This is an optimization exercise on Yosys and OpenROAD, whose aim is small area and a short achievable clock period, not a production implementation. Function was checked by simulation only, so behaviour that the tests miss may differ from the original. No activity file was given, so power comes from the tool's default toggle rates.

Setup of north:
==> flow/design.v (excerpt) <==
module lk_topk (
    input  wire         clk,
    input  wire         rst,           
    input  wire         in_valid,      
    input  wire         in_first,      
    input  wire         in_last,       
    input  wire         in_take,       
    input  wire [31:0]  in_data,       
    input  wire [1:0]   cfg_op,        
    input  wire [3:0]   cfg_fmt,       
    input  wire [3:0]   cfg_k,         
    output reg          out_valid,
    output wire [511:0] out_line,
    output wire         out_nonfinite
);
export LEC_CHECK = 0
export CAP_MARGIN = 20
export CORE_MARGIN = 2
export CORE_UTILIZATION = 40
export CTS_CLUSTER_DIAMETER = 80
export CTS_CLUSTER_SIZE = 36
export SLEW_MARGIN = 20
create_clock -name core_clock -period 10.0 [get_ports {clk}]
standard.sh (not shown) runs the stock make flow with config.mk's settings and CLKGATE_MAP_FILE= SYNTH_SCRIPT=/design/flow/synth_recipe.tcl, a recipe that flattens the netlist after the stock synthesis.
==> flow/flow/run.sh <==
#!/bin/bash
# The standard layout (the standard.sh, unchanged synthesis) with two changes:
# timing repair aims for a setup margin (the clock period stays the SDC's), and
# the port buffers are buf_1 cells instead of the default delay buffers.
set -euo pipefail
MARGIN=${MARGIN:-6.6}
sed -e "s|\"\${@:-finish}\"|SETUP_SLACK_MARGIN=$MARGIN 'BUFFER_PORTS_ARGS=-buffer_cell sky130_fd_sc_hd__buf_1' \"\${@:-finish}\"|" standard.sh > own_standard.sh
bash own_standard.sh > own_flow.log 2>&1
Input changes introduced in south (baseline for comparison: north):
# north
export LEC_CHECK = 0
export CAP_MARGIN = 20
export CORE_MARGIN = 2
export CORE_UTILIZATION = 40
export CTS_CLUSTER_DIAMETER = 80
export CTS_CLUSTER_SIZE = 36
export SLEW_MARGIN = 20
create_clock -name core_clock -period 10.0 [get_ports {clk}]
# south
export LEC_CHECK = 0
export CAP_MARGIN = 20
export CORE_MARGIN = 2
export CORE_UTILIZATION = 55
export CTS_CLUSTER_DIAMETER = 100
export CTS_CLUSTER_SIZE = 24
export SLEW_MARGIN = 20
create_clock -name core_clock -period 10.0 [get_ports {clk}]
==> flow/flow/run.sh <==
#!/bin/bash
# The standard layout (the standard.sh, unchanged synthesis) with three changes:
# timing repair aims for a setup margin (the clock period stays the SDC's), the
# port buffers are buf_1 cells instead of the default delay buffers, and the
# constant outputs share the synthesized tie cell instead of one tie cell each.
set -euo pipefail
MARGIN=${MARGIN:-6.75}
sed -e "s|\"\${@:-finish}\"|SETUP_SLACK_MARGIN=$MARGIN SKIP_REPAIR_TIE_FANOUT=1 'BUFFER_PORTS_ARGS=-buffer_cell sky130_fd_sc_hd__buf_1' \"\${@:-finish}\"|" standard.sh > own_standard.sh
bash own_standard.sh > own_flow.log 2>&1
==> run summary <==
In south the portion of total power attributed to the clock network turned out 6.4 points lower than in north.
Diff north and south: global-route usage lower in north
Comparing north and south, sum of routed wire length over all layers is lower on south.
Compared to north, south has placed wire-length estimate after detailed placement about 7% lower.
Per the comparison of south with north, post-layout total power -7.5%; combinational share of power +2.0 points; portion of the clock cycle consumed by the worst path in the final layout -1.4 points; number of fillers in the final layout -34%.
Setup changes, south to east
# south
export LEC_CHECK = 0
export CAP_MARGIN = 20
export CORE_MARGIN = 2
export CORE_UTILIZATION = 55
export CTS_CLUSTER_DIAMETER = 100
export CTS_CLUSTER_SIZE = 24
export SLEW_MARGIN = 20
create_clock -name core_clock -period 10.0 [get_ports {clk}]
# east
export LEC_CHECK = 0
export CAP_MARGIN = 20
export CORE_MARGIN = 2
export CORE_UTILIZATION = 40
export CTS_CLUSTER_DIAMETER = 100
export CTS_CLUSTER_SIZE = 24
export SLEW_MARGIN = 20
create_clock -name core_clock -period 10.0 [get_ports {clk}]
==> flow/flow/run.sh <==
#!/bin/bash
# The standard layout (the standard.sh, unchanged synthesis) with two changes:
# timing repair aims for a setup margin (the clock period stays the SDC's), and
# the port buffers are buf_1 cells instead of the default delay buffers.
set -euo pipefail
MARGIN=${MARGIN:-6.6}
sed -e "s|\"\${@:-finish}\"|SETUP_SLACK_MARGIN=$MARGIN 'BUFFER_PORTS_ARGS=-buffer_cell sky130_fd_sc_hd__buf_1' \"\${@:-finish}\"|" standard.sh > own_standard.sh
bash own_standard.sh > own_flow.log 2>&1
Findings:
east against south: total die area went up by about 37%, post-detailed-routing wire length went up by 5500 um, sequential share of layout area went down by 1.8 points, area of all placed cells without fillers went up by 2.2%.
Compared with south, east shows a higher placement-stage worst setup slack.
east against south: highest ir drop seen on vdd -27%, total net switching power +83 uW, maximum achievable frequency -0.016 GHz.
s_pos[3][6] as the worst setup path startpoint was reported by south, and s_val[7][11] by east.
east ended up with out_line[235] as its end of the critical path; south ended up with out_line[310].
> inputs changed (east -> west)
# east
export LEC_CHECK = 0
export CAP_MARGIN = 20
export CORE_MARGIN = 2
export CORE_UTILIZATION = 40
export CTS_CLUSTER_DIAMETER = 100
export CTS_CLUSTER_SIZE = 24
export SLEW_MARGIN = 20
create_clock -name core_clock -period 10.0 [get_ports {clk}]
# west
export LEC_CHECK = 0
export CAP_MARGIN = 20
export CORE_MARGIN = 2
export CORE_UTILIZATION = 65
export CTS_CLUSTER_DIAMETER = 100
export CTS_CLUSTER_SIZE = 24
export SLEW_MARGIN = 20
create_clock -name core_clock -period 10.0 [get_ports {clk}]
==> comparison <==
Area fraction of clock buffers and clock inverters, east and west: smaller value in west
west falls short of east in maximum frequency.
Diff east and west: longest individual stage delay on the worst path lower in west
The critical path arrival in west sits 40 ps above the value recorded for east.
In the tables for east and west, share of final-layout standard cells stronger than drive strength 1 reads higher with east.
Cell area of west falls short of that of east by a few percent.
Relative to east, global-route met3 utilization increased by 6.0 points in west.
The share of the core filled with cells number comes out higher for west vs east.
Post-route non-filler standard cell count in west vs east: down about 8%
west: final wirelength 12000 um below east
Total number of placement rows: east and west compared, higher one is east
west did not stop at any stage, and its layout met the timing, design-rule and antenna checks.

==> port drivers added, routing unchanged <==
In the flow no input, the clock included, has a driving cell. The finished layouts below were timed again as built, in two steps. Step 1 (the two cells are an assumption about what drives the block):
set clk [get_ports {clk}]
set_driving_cell -lib_cell sky130_fd_sc_hd__clkbuf_16 $clk
set_driving_cell -lib_cell sky130_fd_sc_hd__buf_2 [delete_from_list [all_inputs] $clk]
Step 2 moves the port delays by t, midway between the first and last clock arrival at a register: inputs arrive t later, outputs are due t later. That takes back most of the time a late clock gives input paths. Slacks: no drivers / after step 1 / after step 2; pairs: no drivers / after step 1.
run | t, ns | setup WS [ns] | worst setup path at the end | worst slew at a driven data input, ns
north | 0.644 | 6.620 / 6.557 / 6.245 | input to register | 0.09
south | 0.674 | 6.759 / 6.696 / 6.192 | input to register | 0.10
east | 0.685 | 6.585 / 6.521 / 6.222 | input to register | 0.08
west | 0.665 | 6.550 / 6.490 / 6.275 | input to register | 0.09
After both steps every run listed still meets setup and hold. For south, which loses most, drivers alone change the setup slack by -0.063 ns; drivers and shift together by -0.567 ns.
